What follows belongs to an exercise in optimizing a design on an open flow for small area, a short achievable clock period and few clock cycles per item; a production flow would make more cautious choices. In this exercise RTL edits were held to simulation tests only and were not proved equivalent to the original.

--- flow/config.mk ---
export PLATFORM = sky130hd
export DESIGN_NAME = gcm_pipe
export DESIGN_NICKNAME = gcm_pipe
export VERILOG_FILES = /design/flow/design.v
export SDC_FILE = /design/flow/constraint.sdc
export NUM_CORES = 8
export LEC_CHECK = 0
export ABC_AREA = 1
export CAP_MARGIN = 20
export CORE_MARGIN = 2
export CORE_UTILIZATION = 42
export CTS_BUF_LIST = sky130_fd_sc_hd__clkbuf_4 sky130_fd_sc_hd__clkbuf_8
export PLACE_DENSITY = 0.52
export SETUP_SLACK_MARGIN = 5
export SLEW_MARGIN = 20
--- flow/constraint.sdc ---
create_clock -name core_clock -period 10.0 [get_ports {clk}]
set_input_delay 2.0000 -clock core_clock [delete_from_list [all_inputs] [get_ports {clk}]]
set_output_delay 2.0000 -clock core_clock [all_outputs]
set_load 0.01 [all_outputs]
--- flow/design.v ---
module aes_sbox (
    input  wire [7:0] a,
    output wire [7:0] y
);
    wire U0 = a[7], U1 = a[6], U2 = a[5], U3 = a[4], U4 = a[3], U5 = a[2], U6 = a[1], U7 = a[0];
    wire T1, T2, T3, T4, T5, T6, T7, T8, T9, T10, T11, T12, T13, T14, T15, T16, T17, T18, T19, T20, T21, T22, T23, T24, T25, T26, T27, M1, M2, M3, M4, M5, M6, M7, M8, M9, M10, M11, M12, M13, M14, M15, M16, M17, M18, M19, M20, M21, M22, M23, M24, M25, M26, M27, M28, M29, M30, M31, M32, M33, M34, M35, M36, M37, M38, M39, M40, M41, M42, M43, M44, M45, M46, M47, M48, M49, M50, M51, M52, M53, M54, M55, M56, M57, M58, M59, M60, M61, M62, M63, L0, L1, L2, L3, L4, L5, L6, L7, L8, L9, L10, L11, L12, L13, L14, L15, L16, L17, L18, L19, L20, L21, L22, L23, L24, L25, L26, L27, L28, L29;
    wire S0, S1, S2, S3, S4, S5, S6, S7;
    assign T1 = U0 ^ U3;
    assign T2 = U0 ^ U5;
    assign T3 = U0 ^ U6;
    assign T4 = U3 ^ U5;
    assign T5 = U4 ^ U6;
    assign T6 = T1 ^ T5;
    assign T7 = U1 ^ U2;
    assign T8 = U7 ^ T6;
    assign T9 = U7 ^ T7;
    assign T10 = T6 ^ T7;
    assign T11 = U1 ^ U5;
    assign T12 = U2 ^ U5;
    assign T13 = T3 ^ T4;
    assign T14 = T6 ^ T11;
    assign T15 = T5 ^ T11;
    assign T16 = T5 ^ T12;
    assign T17 = T9 ^ T16;
    assign T18 = U3 ^ U7;
    assign T19 = T7 ^ T18;
    assign T20 = T1 ^ T19;
    assign T21 = U6 ^ U7;
    assign T22 = T7 ^ T21;
    assign T23 = T2 ^ T22;
    assign T24 = T2 ^ T10;
    assign T25 = T20 ^ T17;
    assign T26 = T3 ^ T16;
    assign T27 = T1 ^ T12;
    assign M1 = T13 & T6;
    assign M2 = T23 & T8;
    assign M3 = T14 ^ M1;
    assign M4 = T19 & U7;
    assign M5 = M4 ^ M1;
    assign M6 = T3 & T16;
    assign M7 = T22 & T9;
    assign M8 = T26 ^ M6;
    assign M9 = T20 & T17;
    assign M10 = M9 ^ M6;
    assign M11 = T1 & T15;
    assign M12 = T4 & T27;
    assign M13 = M12 ^ M11;
    assign M14 = T2 & T10;
    assign M15 = M14 ^ M11;
    assign M16 = M3 ^ M2;
    assign M17 = M5 ^ T24;
    assign M18 = M8 ^ M7;
    assign M19 = M10 ^ M15;
    assign M20 = M16 ^ M13;
    assign M21 = M17 ^ M15;
    assign M22 = M18 ^ M13;
    assign M23 = M19 ^ T25;
    assign M24 = M22 ^ M23;
    assign M25 = M22 & M20;
    assign M26 = M21 ^ M25;
    assign M27 = M20 ^ M21;
    assign M28 = M23 ^ M25;
    assign M29 = M28 & M27;
    assign M30 = M26 & M24;
    assign M31 = M20 & M23;
    assign M32 = M27 & M31;
    assign M33 = M27 ^ M25;
    assign M34 = M21 & M22;
    assign M35 = M24 & M34;
    assign M36 = M24 ^ M25;
    assign M37 = M21 ^ M29;
    assign M38 = M32 ^ M33;
    assign M39 = M23 ^ M30;
    assign M40 = M35 ^ M36;
    assign M41 = M38 ^ M40;
    assign M42 = M37 ^ M39;
    assign M43 = M37 ^ M38;
    assign M44 = M39 ^ M40;
    assign M45 = M42 ^ M41;
    assign M46 = M44 & T6;
    assign M47 = M40 & T8;
    assign M48 = M39 & U7;
    assign M49 = M43 & T16;
    assign M50 = M38 & T9;
    assign M51 = M37 & T17;
    assign M52 = M42 & T15;
    assign M53 = M45 & T27;
    assign M54 = M41 & T10;
    assign M55 = M44 & T13;
    assign M56 = M40 & T23;
    assign M57 = M39 & T19;
    assign M58 = M43 & T3;
    assign M59 = M38 & T22;
    assign M60 = M37 & T20;
    assign M61 = M42 & T1;
    assign M62 = M45 & T4;
    assign M63 = M41 & T2;
    assign L0 = M61 ^ M62;
    assign L1 = M50 ^ M56;
    assign L2 = M46 ^ M48;
    assign L3 = M47 ^ M55;
    assign L4 = M54 ^ M58;
    assign L5 = M49 ^ M61;
    assign L6 = M62 ^ L5;
    assign L7 = M46 ^ L3;
    assign L8 = M51 ^ M59;
    assign L9 = M52 ^ M53;
    assign L10 = M53 ^ L4;
    assign L11 = M60 ^ L2;
    assign L12 = M48 ^ M51;
    assign L13 = M50 ^ L0;
    assign L14 = M52 ^ M61;
    assign L15 = M55 ^ L1;
    assign L16 = M56 ^ L0;
    assign L17 = M57 ^ L1;
    assign L18 = M58 ^ L8;
    assign L19 = M63 ^ L4;
    assign L20 = L0 ^ L1;
    assign L21 = L1 ^ L7;
    assign L22 = L3 ^ L12;
    assign L23 = L18 ^ L2;
    assign L24 = L15 ^ L9;
    assign L25 = L6 ^ L10;
    assign L26 = L7 ^ L9;
    assign L27 = L8 ^ L10;
    assign L28 = L11 ^ L14;
    assign L29 = L11 ^ L17;
    assign S0 = L6 ^ L24;
    assign S1 = ~(L16 ^ L26);
    assign S2 = ~(L19 ^ L28);
    assign S3 = L6 ^ L21;
    assign S4 = L20 ^ L22;
    assign S5 = L25 ^ L29;
    assign S6 = ~(L13 ^ L27);
    assign S7 = ~(L6 ^ L23);
    assign y = {S0, S1, S2, S3, S4, S5, S6, S7};
endmodule
module aes_round #(
    parameter LAST = 1            
) (
    input  wire [127:0] s,
    input  wire [127:0] rk,
    output wire [127:0] y,
    output wire [127:0] yl
);
    wire [127:0] sb;
    genvar g;
    generate
        for (g = 0; g < 16; g = g + 1) begin : g_sb
            aes_sbox u_sb (.a(s[127-8*g -: 8]), .y(sb[127-8*g -: 8]));
        end
    endgenerate
    wire [127:0] sr;
    generate
        for (g = 0; g < 16; g = g + 1) begin : g_sr
            localparam integer C = g / 4;
            localparam integer R = g % 4;
            localparam integer S = 4 * ((C + R) % 4) + R;
            assign sr[127-8*g -: 8] = sb[127-8*S -: 8];
        end
    endgenerate
    function [7:0] xtime;
        input [7:0] b;
        xtime = {b[6:0], 1'b0} ^ (b[7] ? 8'h1b : 8'h00);
    endfunction
    function [31:0] mixcol;
        input [31:0] c;
        reg [7:0] a0, a1, a2, a3, t;
        begin
            a0 = c[31:24]; a1 = c[23:16]; a2 = c[15:8]; a3 = c[7:0];
            t = a0 ^ a1 ^ a2 ^ a3;
            mixcol[31:24] = a0 ^ t ^ xtime(a0 ^ a1);
            mixcol[23:16] = a1 ^ t ^ xtime(a1 ^ a2);
            mixcol[15:8]  = a2 ^ t ^ xtime(a2 ^ a3);
            mixcol[7:0]   = a3 ^ t ^ xtime(a3 ^ a0);
        end
    endfunction
    wire [127:0] mc = {mixcol(sr[127:96]), mixcol(sr[95:64]), mixcol(sr[63:32]), mixcol(sr[31:0])};
    assign y  = mc ^ rk;
    generate
        if (LAST) begin : g_last
            assign yl = sr ^ rk;
        end else begin : g_nolast
            assign yl = 128'd0;
        end
    endgenerate
endmodule
module aes256_core (
    input  wire         clk,
    input  wire         hold,
    input  wire         inj,      
    input  wire         c_k0,     
    input  wire         c_odd,    
    input  wire [2:0]   c_rc,     
    input  wire         c_kakey,  
    input  wire         c_kaexp,  
    input  wire         c_kb,     
    input  wire [255:0] key,      
    input  wire [127:0] din,      
    output wire [127:0] res       
);
    reg  [127:0] a_q, b_q;        
    reg  [127:0] ka, kb;
    reg  [31:0]  lw;
    wire [127:0] a_out, b_out, a_unused;
    aes_round #(.LAST(0)) u_ra (.s(b_q), .rk(ka), .y(a_out), .yl(a_unused));
    aes_round #(.LAST(1)) u_rb (.s(a_q), .rk(kb), .y(b_out), .yl(res));
    function [7:0] rcon;
        input [2:0] n;
        case (n)
            3'd0: rcon = 8'h01;
            3'd1: rcon = 8'h02;
            3'd2: rcon = 8'h04;
            3'd3: rcon = 8'h08;
            3'd4: rcon = 8'h10;
            3'd5: rcon = 8'h20;
            default: rcon = 8'h40;
        endcase
    endfunction
    wire [127:0] kx_old = c_k0 ? key[255:128] : (c_odd ? ka : kb);
    wire [31:0]  kx_sub;
    genvar g;
    generate
        for (g = 0; g < 4; g = g + 1) begin : g_ksb
            aes_sbox u_ksb (.a(lw[31-8*g -: 8]), .y(kx_sub[31-8*g -: 8]));
        end
    endgenerate
    wire [31:0]  kx_t  = c_odd ? kx_sub
                               : ({kx_sub[23:0], kx_sub[31:24]} ^ {rcon(c_rc), 24'd0});
    wire [31:0]  o0 = kx_old[127:96];
    wire [31:0]  o1 = o0 ^ kx_old[95:64];
    wire [31:0]  o2 = o1 ^ kx_old[63:32];
    wire [31:0]  o3 = (kx_old[127:96] ^ kx_old[95:64]) ^ (kx_old[63:32] ^ kx_old[31:0]);
    wire [127:0] kx_new = {o0 ^ kx_t, o1 ^ kx_t, o2 ^ kx_t, o3 ^ kx_t};
    always @(posedge clk) begin
        if (!hold) begin
            a_q <= a_out;
            b_q <= inj ? (din ^ key[255:128]) : b_out;
            if (c_kakey) begin
                ka <= key[127:0];
                lw <= key[31:0];
            end else begin
                if (c_kaexp)
                    ka <= kx_new;
                lw <= kx_new[31:0];
            end
            if (c_kb)
                kb <= kx_new;
        end
    end
endmodule
module ghash_mul (
    input  wire         clk,
    input  wire         rst,
    input  wire         start,
    input  wire         fresh,
    input  wire [127:0] x,
    input  wire [127:0] h,
    output reg  [127:0] acc,
    output reg          busy,
    output wire         busy_n      
);
    localparam [127:0] R = {8'he1, 120'd0};
    localparam integer D = 19;
    function [127:0] mulx;
        input [127:0] v;
        mulx = (v >> 1) ^ (v[0] ? R : 128'd0);
    endfunction
    reg [113:0] xs;         
    reg [2:0]   cnt;
    wire [127:0] op = (fresh ? 128'd0 : acc) ^ x;
    wire [18:0] dig = start ? {op[13:0], 5'd0} : xs[18:0];
    reg [127:0] hk, accx, nxt;
    reg [127:0] t [0:31];
    integer k, n;
    always @(*) begin
        hk = h;
        for (k = 0; k < 32; k = k + 1)
            t[k] = 128'd0;
        for (k = 0; k < D; k = k + 1) begin
            t[k] = dig[18-k] ? hk : 128'd0;
            hk = mulx(hk);
        end
        accx = acc;
        for (k = 0; k < D; k = k + 1)
            accx = mulx(accx);
        t[D] = start ? 128'd0 : accx;
        for (n = 16; n >= 1; n = n / 2)
            for (k = 0; k < n; k = k + 1)
                t[k] = t[2*k] ^ t[2*k+1];
        nxt = t[0];
    end
    assign busy_n = !rst && (start || (busy && cnt != 3'd6));
    always @(posedge clk) begin
        if (rst) begin
            busy <= 1'b0;
            cnt  <= 3'd0;
        end else if (start) begin
            busy <= 1'b1;
            cnt  <= 3'd1;
        end else if (busy) begin
            cnt <= cnt + 3'd1;
            if (cnt == 3'd6)
                busy <= 1'b0;
        end
        if (start || busy)
            acc <= nxt;
        if (start)
            xs <= op[127:14];
        else
            xs <= xs >> D;
    end
endmodule
module gcm_pipe (
    input  wire         clk,
    input  wire         rst,
    input  wire         start,
    output wire         start_ready,
    input  wire [255:0] key,
    input  wire [9:0]   circuit,
    input  wire [63:0]  frame_count,
    input  wire         epoch,
    input  wire         link_role,
    input  wire [19:0]  len_bytes,
    input  wire         in_valid,
    output wire         in_ready,
    input  wire [127:0] in_data,
    output wire         out_valid,
    input  wire         out_ready,
    output wire [127:0] out_data,
    output wire         out_last
);
    localparam [1:0] J_NONE = 2'd0, J_H = 2'd1, J_CTR = 2'd2, J_J0 = 2'd3;
    reg         sr;                  
    reg [255:0] key_r;
    reg [9:0]   circ;
    reg [63:0]  fc;
    reg         lr, ep;
    reg [19:0]  len_r;
    reg         nz_r;                
    wire        accept = start && sr;
    wire [16:0] n_blk  = {1'b0, len_bytes[19:4]} + {16'd0, (len_bytes[3:0] != 4'd0)};
    reg         hq;                  
    reg [16:0]  jn;                  
    reg         jnz, j1;             
    reg         jq;                  
    reg [16:0]  jc;                  
    reg [3:0]   ph;                  
    reg         hold;                
    reg         c_k0, c_odd, c_kakey, c_kaexp, c_kb;
    reg [2:0]   c_rc;
    reg [1:0]   tx, ty;              
    reg         tyv;                 
    reg         txl, tyl;            
    wire [1:0]  job   = hq ? J_H : jnz ? J_CTR : jq ? J_J0 : J_NONE;
    wire        avail = hq || jnz || jq;
    wire        inj   = !hold && ((ph == 4'd0) || (ph >= 4'd13 && avail));
    wire [127:0] din = (job == J_H) ? 128'd0
                     : {lr, 21'd0, circ, fc, (job == J_CTR) ? {15'd0, jc} : 32'd1};
    wire [127:0] aes_res;
    aes256_core u_aes (
        .clk(clk), .hold(hold), .inj(inj), .c_k0(c_k0), .c_odd(c_odd),
        .c_rc(c_rc), .c_kakey(c_kakey), .c_kaexp(c_kaexp), .c_kb(c_kb),
        .key(key_r), .din(din), .res(aes_res)
    );
    reg [127:0] ksx, ksy;
    reg         fx, fy;              
    reg [1:0]   xt, yt;              
    reg         xl, yl;              
    reg         rd;                  
    wire        land_x = (ph == 4'd13) && !hold;
    wire        land_y = (ph == 4'd0 || ph == 4'd14) && !hold && tyv;
    wire         head_f  = rd ? fy : fx;
    wire [1:0]   head_t  = rd ? yt : xt;
    wire         head_l  = rd ? yl : xl;
    wire [127:0] head_ks = rd ? ksy : ksx;
    reg [127:0] h_r;
    reg [19:0]  len_g;               
    reg         cur_aad;             
    reg         g_aad;               
    reg         g_cdone;             
    reg         g_l;                 
    reg         g_tag;               
    reg         c_pend;              
    reg         c_last;              
    reg         st_aad, st_c, st_l;  
    wire [127:0] acc;
    wire         g_busy, g_busy_n;
    wire [127:0] aad_blk = {6'd0, circ, fc, 7'd0, ep, 40'd0};
    wire [127:0] len_blk = {64'd88, 41'd0, len_g, 3'd0};
    wire [127:0] g_x = st_aad ? aad_blk : st_c ? out_r : len_blk;
    ghash_mul u_gh (
        .clk(clk), .rst(rst), .start(st_aad || st_c || st_l), .fresh(st_aad),
        .x(g_x), .h(h_r), .acc(acc), .busy(g_busy), .busy_n(g_busy_n)
    );
    reg  [127:0] out_r;
    reg          ov, ol, ir;
    wire         take_in = ir && in_valid;
    wire         tag_ld  = head_f && (head_t == J_J0) && g_tag && !g_busy && !ov;
    wire         h_ld    = head_f && (head_t == J_H);
    wire         e_ld    = head_f && (head_t == J_NONE);
    wire         pop     = take_in || tag_ld || h_ld || e_ld;
    wire [3:0]   tail      = len_g[3:0];
    wire [127:0] keep_mask = (head_l && tail != 4'd0) ? ~({128{1'b1}} >> {tail, 3'd0})
                                                     : {128{1'b1}};
    wire        hq_n  = accept || (hq && !(inj && job == J_H));
    wire [16:0] jn_n  = accept ? n_blk : (inj && job == J_CTR) ? jn - 17'd1 : jn;
    wire        jq_n  = accept || (jq && !(inj && job == J_J0));
    wire [3:0]  ph_n  = hold ? ph
                      : (ph >= 4'd13) ? (avail ? 4'd0 : (ph == 4'd13) ? 4'd14 : 4'd15)
                      : ph + 4'd1;
    wire [1:0]  tx_n  = (inj && ph != 4'd0) ? job : tx;
    wire [1:0]  ty_n  = (inj && ph == 4'd0) ? job : ty;
    wire        tyv_n = (inj && ph == 4'd0) || (tyv && !land_y);
    wire        fx_n = land_x ? 1'b1 : (pop && !rd) ? 1'b0 : fx;
    wire        fy_n = land_y ? 1'b1 : (pop && rd) ? 1'b0 : fy;
    wire [1:0]  xt_n = land_x ? tx : xt;
    wire [1:0]  yt_n = land_y ? ty : yt;
    wire        rd_n = pop ? !rd : rd;
    wire        hold_n = ((ph_n == 4'd13) && fx_n) ||
                         ((ph_n == 4'd0 || ph_n == 4'd14) && tyv_n && fy_n);
    wire        g_aad_n = h_ld || (g_aad && !st_aad);
    wire        g_cd_n  = h_ld ? nz_r : (g_cdone || (st_c && c_last));
    wire        g_l_n   = h_ld || (g_l && !st_l);
    wire        jobs_done = !hq && !jnz && !jq;
    wire        cp_n    = take_in || (c_pend && !st_c);
    wire        ov_n    = take_in || tag_ld || (ov && !out_ready);
    wire        ir_n    = (rd_n ? (fy_n && yt_n == J_CTR) : (fx_n && xt_n == J_CTR)) && !ov_n && !cp_n;
    assign start_ready = sr;
    assign in_ready    = ir;
    assign out_valid   = ov;
    assign out_last    = ol;
    assign out_data    = out_r;
    always @(posedge clk) begin
        if (sr) begin
            key_r <= key;
            circ  <= circuit;
            fc    <= frame_count;
            lr    <= link_role;
            ep    <= epoch;
            len_r <= len_bytes;
        end
        if (accept) begin
            jc    <= 17'd2;
        end else if (inj && job == J_CTR) begin
            jc    <= jc + 17'd1;
        end
        if (inj && ph != 4'd0)
            txl <= j1;
        if (inj && ph == 4'd0)
            tyl <= j1;
        if (land_x) begin
            ksx <= aes_res;
            xl  <= txl;
        end
        if (land_y) begin
            ksy <= aes_res;
            yl  <= tyl;
        end
        if (h_ld) begin
            h_r   <= head_ks;
            len_g <= len_r;
        end
        if (accept)
            nz_r <= (n_blk == 17'd0);
        if (ir)
            out_r <= (in_data ^ head_ks) & keep_mask;
        else if (tag_ld)
            out_r <= acc ^ head_ks;
        if (take_in || tag_ld)
            ol <= tag_ld;
        if (take_in)
            c_last <= head_l;
        jn  <= jn_n;
        jnz <= (jn_n != 17'd0);
        j1  <= (jn_n == 17'd1);
        tx  <= tx_n;
        ty  <= ty_n;
        if (rst) begin
            sr      <= 1'b1;
            hq      <= 1'b0;
            jq      <= 1'b0;
            jn      <= 17'd0;
            jnz     <= 1'b0;
            ph      <= 4'd15;
            hold    <= 1'b0;
            c_k0    <= 1'b0;
            c_odd   <= 1'b1;
            c_rc    <= 3'd7;
            c_kakey <= 1'b1;
            c_kaexp <= 1'b0;
            c_kb    <= 1'b0;
            tx      <= J_NONE;
            tyv     <= 1'b0;
            fx      <= 1'b0;
            fy      <= 1'b0;
            rd      <= 1'b0;
            cur_aad <= 1'b0;
            g_aad   <= 1'b0;
            g_cdone <= 1'b0;
            g_l     <= 1'b0;
            g_tag   <= 1'b0;
            c_pend  <= 1'b0;
            st_aad  <= 1'b0;
            st_c    <= 1'b0;
            st_l    <= 1'b0;
            ov      <= 1'b0;
            ir      <= 1'b0;
        end else begin
            sr <= !accept && (sr || (jobs_done && cur_aad && !(ph == 4'd0 && hold)));
            hq <= hq_n;
            jq <= jq_n;
            ph      <= ph_n;
            hold    <= hold_n;
            c_k0    <= (ph_n == 4'd0);
            c_odd   <= ph_n[0];
            c_rc    <= ph_n[3:1];
            c_kakey <= (ph_n >= 4'd13);
            c_kaexp <= ph_n[0] && (ph_n < 4'd13);
            c_kb    <= !ph_n[0] && (ph_n <= 4'd12);
            tyv     <= tyv_n;
            fx <= fx_n;
            fy <= fy_n;
            xt <= xt_n;
            yt <= yt_n;
            rd <= rd_n;
            cur_aad <= !accept && (cur_aad || st_aad);
            g_aad   <= g_aad_n;
            g_cdone <= g_cd_n;
            g_l     <= g_l_n;
            g_tag   <= st_l || (g_tag && !tag_ld);
            c_pend  <= cp_n;
            st_aad  <= !g_busy_n && g_aad_n;
            st_c    <= !g_busy_n && !g_aad_n && cp_n;
            st_l    <= !g_busy_n && !g_aad_n && !cp_n && g_cd_n && g_l_n;
            ov      <= ov_n;
            ir      <= ir_n;
        end
    end
endmodule
--- flow/run.sh ---
#!/bin/bash
# synth_recipe.tcl (not shown) runs the flow's synth.tcl, then flattens the netlist and writes it again
# the make line also repeats each setting of config.mk as NAME=value (left out here)
make -C /OpenROAD-flow-scripts/flow DESIGN_CONFIG=/design/flow/config.mk WORK_HOME=/design/flow/orfs CLKGATE_MAP_FILE= SYNTH_SCRIPT=/design/flow/synth_recipe.tcl finish
==> metrics.md, run 1 <==
| Metric | Value |
|---|---|
| First-pass GRT wire length | `1250 mm` |
| Number of port buffers | `616` |
| Max cap viols | `0` |
| # DRC | `0` |
| Die Wd | `663 microns` |
| GR peak layer | `met2` |
| Synth top area cells | `edfxtp_1 (26%), nand2_1 (25%), xnor2_1 (11%)` |
| Largest net degree at the start of global routing | `143` |
| CP top delay family | `simple AND/OR/NAND/NOR gates` |
| Met2 Resource Use GR | `0.611` |
| Levels on crit path | `34` |
| Slowest CP cell | `edfxtp_1` |
| Antenna Nets Post-Route | `0` |
| Clk latency of the worst-skew pair | `1220 ps` |
| Total GRT Usage | `0.395` |
| Routed WL | `924 mm` |
| Row count | `241` |
| Type of the worst setup path | `flop to flop` |
| Post-Syn Area | `0.182 sq mm` |
| DR vias/cell | `5.49` |
| Seq/Total Area, Yosys | `0.279` |
| Initial antenna violation count | `93` |
| Crit path max fanout | `5` |
| Number of clock sinks | `1752` |
| Starting Density | `0.423` |
| Fin crit period | `5040 ps` |
| Setup violators final | `0` |
| Crit path largest cell delay | `420 ps` |
| WL/cell | `26.4 microns` |
| Clock Tree Root | `clkbuf_8` |
| Share of the synthesized area in the top cell type | `0.258` |
| Clock slew at reported path FFs | `60 ps` |
| Yosys cell types | `75` |
| Final Hold Fails | `0` |
| Drt first pass iters | `7` |
| Syn Nets | `28200` |
| Post-synth top area cell | `edfxtp_1` |
| Layout cells sized above 1 | `0.200` |
| Area delta synth->final | `26.3%` |
| Final period utilization | `0.504` |
| TritonCTS clock tree | `yes` |
| Yosys warning count | `6` |
| Startpoint Class | `flop` |
| Avg Inst Size Synth | `6.60 sq um` |
| Highest clock rate | `198 MHz` |
| Vias in the first global route | `168000` |
| Post-DP HPWL | `723 mm` |
| Crit path top cell by count | `nand2_4` |
| Worst hold stages | `2` |
| Crit end category | `flop` |
| R2R Setup Slk | `4960 ps` |
| Tightest Pin Transition | `1340 ps` |
| CTS max path bufs | `4` |
| Top FF cell, synth | `edfxtp_1` |
| Worst Path Buf+Inv | `9` |
| Total CTS buffers | `347` |
| Via count | `192000` |
| H-tree Lvls | `5` |
| Total gr overflow | `0` |
| Worst EP required | `10870 ps` |
| Die area | `0.439 sq mm` |
| Mapped Cells | `27600` |
| Hold Path Class | `flop to flop` |
| Cts hold-fix bufs | `0` |
| Pins over their slew limit | `0` |
| Ys async rst share | `0` |
| Slew HR | `0.0960` |
| Met1 global-route usage | `0.499` |
| Die height | `663 microns` |
| Status | `no timing/DRC/antenna violations` |
| Ports | `617` |
| DRT iter0 DRCs | `21200` |
| Critical Path AT | `5920 ps` |
| Final net count | `29500` |
| RSZ-0062 raised after global routing | `yes` |
| Number of synthesized flops with an enable pin | `1569` |
| Layout Skew | `88.4 ps` |
| GR met3 Demand/Resource | `0.0674` |
| Final TNS setup | `0 ps` |
| Cells on worst reg2reg path | `34` |
| GP Congestion | `1.07` |
| Core ar. | `0.432 sq mm` |
| Post-synthesis register bit count | `1752` |
-- final timing paths --
check / endpoint / startpoint
worst min-delay path: u_gh.xs[71]$_DFF_P_ / u_gh.xs[90]$_DFF_P_
worst max register to register: u_aes.b_q[74]$_DFFE_PN_ / u_aes.a_q[13]$_DFFE_PN_
worst min register to register: u_gh.xs[71]$_DFF_P_ / u_gh.xs[90]$_DFF_P_
worst max-delay path: u_aes.b_q[74]$_DFFE_PN_ / u_aes.a_q[13]$_DFFE_PN_
-- placed cells by master (no fill, tap or decap), types with 101 or more instances in the layout --
| master | count |
|---|---|
| inv_2 | 249 |
| nor2_2 | 121 |
| clkbuf_8 | 369 |
| edfxtp_1 | 1569 |
| nand3b_1 | 200 |
| xnor2_2 | 218 |
| xor2_1 | 1782 |
| nand3_4 | 120 |
| xnor2_4 | 105 |
| nand3_2 | 462 |
| xor2_4 | 163 |
| dfxtp_1 | 174 |
| clkdlybuf4s50_1 | 616 |
| nor2_1 | 882 |
| nand2_1 | 10200 |
| nand2_2 | 1381 |
| nand4_1 | 157 |
| xnor2_1 | 1986 |
| buf_4 | 1096 |
| nand2_4 | 586 |
| nand3_1 | 2345 |
| o21ai_0 | 593 |
| a21oi_1 | 242 |
| xor2_2 | 309 |
| inv_1 | 2088 |
| nor2_4 | 101 |
-- what timing repair did --
action	in CTS	in global routing
pin swaps	180	1033
buffers inserted	367	663
endpoints found under the setup margin	776	807
gates resized for setup	1135	3286
-- cells by family after synthesis --
| family | after synthesis | synth area share |
|---|---|---|
| xor gates and xnor gates | 4565 | 0.229 |
| AOI/OAI and AO/OA | 1155 | 0.0353 |
| DFF | 1752 | 0.279 |
| buffers and inverters | 3260 | 0.0684 |
| and+or+nand+nor | 16800 | 0.381 |
| adders and majority gates | 85 | 0.00583 |
| muxes | 23 | 0.00126 |
-- through the flow --
stage | utilization | setup WS (ps) | hold WS (ps) | std cells | instance area [sq um]
3_5_place_dp | 0.450 | 3450 | 405 | 33300 | 194000
2_1_floorplan | - | 3930 | 400 | 27600 | 182000
5_1_grt | 0.533 | 4790 | 412 | 35000 | 230000
4_1_cts | 0.488 | 4900 | 393 | 34300 | 211000
3_3_place_gp | 0.450 | 2970 | 400 | 33300 | 194000
6_report | 0.534 | 4960 | 400 | 35000 | 230000
-- cell usage after synthesis, types with 41 or more instances --
| master | instances |
|---|---|
| edfxtp_1 | 1569 |
| and2_1 | 56 |
| nand2_1 | 11900 |
| o21ai_0 | 651 |
| nor2_1 | 1054 |
| a21oi_1 | 253 |
| inv_1 | 2264 |
| nand3b_1 | 200 |
| ha_1 | 85 |
| xor2_1 | 2135 |
| nor2_2 | 41 |
| nand3_1 | 2887 |
| inv_2 | 120 |
| nand2_2 | 287 |
| o22ai_1 | 58 |
| buf_1 | 192 |
| xnor2_2 | 82 |
| clkbuf_1 | 568 |
| xor2_2 | 102 |
| dfxtp_1 | 183 |
| buf_2 | 74 |
| nand4_1 | 157 |
| xnor2_1 | 2223 |
-- worst reg2reg max path: cells and delay by family (launching register included) --
kind / cells / cell delay, ps
AND/OR/NAND/NOR: 18 / 1720
XOR/XNOR: 5 / 1030
buffers and inverters: 9 / 1020
flip-flops: 1 / 420
adder cells (fa/ha/maj): 1 / 290
AO/OA/AOI/OAI: 1 / 270
-- routing by layer --
| metal | up-vias | share of wire |
|---|---|---|
| li1 | 89400 | - |
| met1 | 91900 | 0.39 |
| met2 | 9017 | 0.44 |
| met3 | 2063 | 0.088 |
| met4 | 30 | 0.087 |
| met5 | - | 0.00019 |
-- layout make-up --
type / instances / area, sq um
antenna: 73 / 183
inverter: 2392 / 9130
multi-input combinational: 22600 / 139000
clock buffer: 457 / 5740
timing repair buffer: 1852 / 16800
sequential: 1752 / 50800
clock inverter: 173 / 1590
fill: 42800 / 201000
tap: 5710 / 7140
-- sequential cells by signal (all words and copies together) (netlist names), 10 cells and up --
name and flops:
jn 17, circ 10, u_aes.kb 128, out_r 128
ksx 128, h_r 128, u_aes.a_q 128, fc 64
len_r 20, u_gh.acc 128, ksy 128, u_gh.xs 114
u_aes.lw 32, key_r 256, len_g 20, u_aes.b_q 128
u_aes.ka 128, jc 17
Testbench counts, summed over its fixed seeds: cycles 73,186, blocks 10,308.
==> inputs of run 2 (changes only) <==
--- a/flow/config.mk
+++ b/flow/config.mk
@@ -8,8 +8,7 @@
 export ABC_AREA = 1
 export CAP_MARGIN = 20
 export CORE_MARGIN = 2
-export CORE_UTILIZATION = 42
-export CTS_BUF_LIST = sky130_fd_sc_hd__clkbuf_4 sky130_fd_sc_hd__clkbuf_8
-export PLACE_DENSITY = 0.52
+export CORE_UTILIZATION = 35
+export PLACE_DENSITY = 0.45
 export SETUP_SLACK_MARGIN = 5
 export SLEW_MARGIN = 20
==> run 2 against run 1 <==
  * Sequential cell count stayed put
  * Register-to-register slack is essentially flat
  * Clock skew increased by 40 ps
  * Area after synthesis unchanged
==> metrics.md, run 2 <==
| Metric | Value |
|---|---|
| Critical Path AT | `5740 ps` |
| Most frequent cells in the layout | `nand2_1 (10200), nand3_1 (2354), inv_1 (2097)` |
| Row count | `265` |
| Number of synthesized flops with an enable pin | `1569` |
| Post-Syn Area | `0.182 sq mm` |
| Final net count | `29600` |
| Worst EP required | `10690 ps` |
| RSZ-0062 raised after global routing | `yes` |
| Routed WL | `974 mm` |
| Ports | `617` |
| TritonCTS clock tree | `yes` |
| Post-route insts no fill | `36200` |
| Hold Path Class | `flop to flop` |
| Final TNS setup | `0 ps` |
| Status | `no timing/DRC/antenna violations` |
| Commonest non-fill, non-tap cell in the layout | `nand2_1` |
| Layout Skew | `128 ps` |
| Max cap viols | `0` |
| Antenna Nets Post-Route | `0` |
| Die area | `0.527 sq mm` |
| Layout cells sized above 1 | `0.199` |
| Crit end category | `flop` |
| Worst hold stages | `0` |
| # DRC | `0` |
| Post-DP HPWL | `772 mm` |
| Crit path max fanout | `6` |
| Cells on worst reg2reg path | `32` |
| Die height | `726 microns` |
| Crit path top cell by count | `nand2_4` |
| Total gr overflow | `0` |
| Drt first pass iters | `9` |
| Slew HR | `0.134` |
| Share of the synthesized area in the top cell type | `0.258` |
| Slowest CP cell | `edfxtp_1` |
| DR vias/cell | `5.24` |
| Largest net degree at the start of global routing | `101` |
| Number of port buffers | `616` |
| Fillers | `53500` |
| Fin crit period | `5050 ps` |
| Final Hold Fails | `0` |
| Avg Inst Size Synth | `6.60 sq um` |
| H-tree Lvls | `4` |
| Total GRT Usage | `0.349` |
| CTS max path bufs | `4` |
| Top-count cell post-synth | `nand2_1` |
| Post-synth top area cell | `edfxtp_1` |
| Core ar. | `0.520 sq mm` |
| Vias in the first global route | `168000` |
| Via count | `189000` |
| Yosys warning count | `6` |
| DRT iter0 DRCs | `19700` |
| First-pass GRT wire length | `1310 mm` |
| Total CTS buffers | `234` |
| Yosys cell types | `75` |
| GR peak layer | `met2` |
| Setup violators final | `0` |
| Post-synthesis register bit count | `1752` |
| Syn Nets | `28200` |
| Type of the worst setup path | `flop to flop` |
| Clock Tree Root | `clkbuf_16` |
| Number of clock sinks | `1752` |
| Crit path largest cell delay | `420 ps` |
| Final period utilization | `0.505` |
| Commonest cells in the netlist | `nand2_1 (11900), nand3_1 (2887), inv_1 (2264), xnor2_1 (2223), xor2_1 (2135)` |
| Tightest Pin Transition | `1290 ps` |
| Area delta synth->final | `28.6%` |
| Clock slew at reported path FFs | `60 ps` |
| Clk latency of the worst-skew pair | `1040 ps` |
| Startpoint Class | `flop` |
| Initial antenna violation count | `117` |
| Cts hold-fix bufs | `0` |
| Top FF cell, synth | `edfxtp_1` |
| Largest Register | `key_r` |
| Mapped Cells | `27600` |
| GP Congestion | `1.02` |
| WL/cell | `26.9 microns` |
| GR met3 Demand/Resource | `0.0475` |
| Placed insts | `34600` |
| Met1 global-route usage | `0.457` |
| Met2 Resource Use GR | `0.554` |
| Highest clock rate | `198 MHz` |
| Ys async rst share | `0` |
| Die Wd | `726 microns` |
| Starting Density | `0.351` |
| Synth top area cells | `edfxtp_1 (26%), nand2_1 (25%), xnor2_1 (11%)` |
| Seq/Total Area, Yosys | `0.279` |
| Pins over their slew limit | `0` |
| Max reg flops | `256` |
==> run 2: worst paths after layout <==
kind / startpoint / to / slack [ps]
max reg2reg: u_aes.a_q[14]$_DFFE_PN_ / u_aes.b_q[77]$_DFFE_PN_ / 4950
max: u_aes.a_q[14]$_DFFE_PN_ / u_aes.b_q[77]$_DFFE_PN_ / 4950
min reg2reg: len_r[12]$_DFFE_PP_ / len_g[12]$_DFFE_PP_ / 420
min: len_r[12]$_DFFE_PP_ / len_g[12]$_DFFE_PP_ / 420
==> run 2: worst max-delay path: cells and delay by family (launching register included) <==
family	cells	cell delay, ps
flip-flops	1	420
XOR/XNOR	7	1280
buffers and inverters	8	840
AO/OA/AOI/OAI	2	470
adder cells (fa/ha/maj)	1	280
AND/OR/NAND/NOR	14	1490
==> run 2: cell type report <==
type,count,area [sq um],area share
well taps,6942,8690,0.0371
repair buffers,1984,17900,0.0765
flip-flops and latches,1752,50800,0.217
inverters,2392,9150,0.0390
multi-input cells,22600,140000,0.596
clock inverters,150,1740,0.00742
diodes,31,77.6,0.000331
clock buffers,285,6370,0.0272
==> run 2: cell families after synthesis <==
group           share of synthesized area
simple gates                        0.381
buf+inv                            0.0684
xor+xnor                            0.229
flops                               0.279
mux                               0.00126
fa+ha+maj                         0.00583
compound gates                     0.0353
==> run 2: repair_timing <==
| item | 4_1_cts | 5_1_grt |
|---|---|---|
| resized for setup | 1344 | 3174 |
| pin swaps | 242 | 1045 |
| setup buffers | 433 | 679 |
| endpoints found under the setup margin | 793 | 721 |
| cloned | 1 | 1 |
==> run 2: routing by layer <==
metal / part of all wire / vias to the layer above / wire [microns]
li1: - / 89400 / -
met1: 0.41 / 91200 / 401000
met2: 0.44 / 7167 / 432000
met3: 0.073 / 1535 / 71100
met4: 0.071 / 42 / 69600
met5: 0.00030 / - / 288
==> run 2: per-stage QoR <==
stage | hold WS (ps) | worst slack [ps] | utilization | instance area (sq um)
floorplan | 400 | 3930 | - | 182000
global placement | 400 | 3190 | 0.377 | 196000
detailed placement | 405 | 3260 | 0.377 | 196000
CTS | 419 | 4880 | 0.414 | 215000
global route | 427 | 4760 | 0.451 | 234000
finish | 419 | 4950 | 0.451 | 234000

[afterwards: timing with drivers on the ports]
In the flow no input, the clock included, has a driving cell. The finished layouts below were timed again as built, in two steps.
Step 1, drivers: a clkbuf_16 drives clk and a buf_2 each remaining input, both assumed.
Step 2 also shifts input and output timing later by t, the mid clock arrival at the registers, as if the neighbouring blocks saw the same clock.
a / b / c = no drivers / after step 1 / after step 2; a / b = the first two.
run | shift t [ns] | setup WS [ns] | hold WS [ns] | latest minus earliest clock arrival (ns)
run 1 | 1.299 | 4.956 / 4.956 / 4.617 | 0.400 / 0.400 / 0.400 | 0.125 / 0.124
run 2 | 1.114 | 4.950 / 4.950 / 4.770 | 0.419 / 0.419 / 0.419 | 0.138 / 0.139
After both steps setup and hold are still met in every run listed. The setup slack of run 1, which loses most, moves by 0.000 ns with the drivers and by -0.339 ns with both steps.
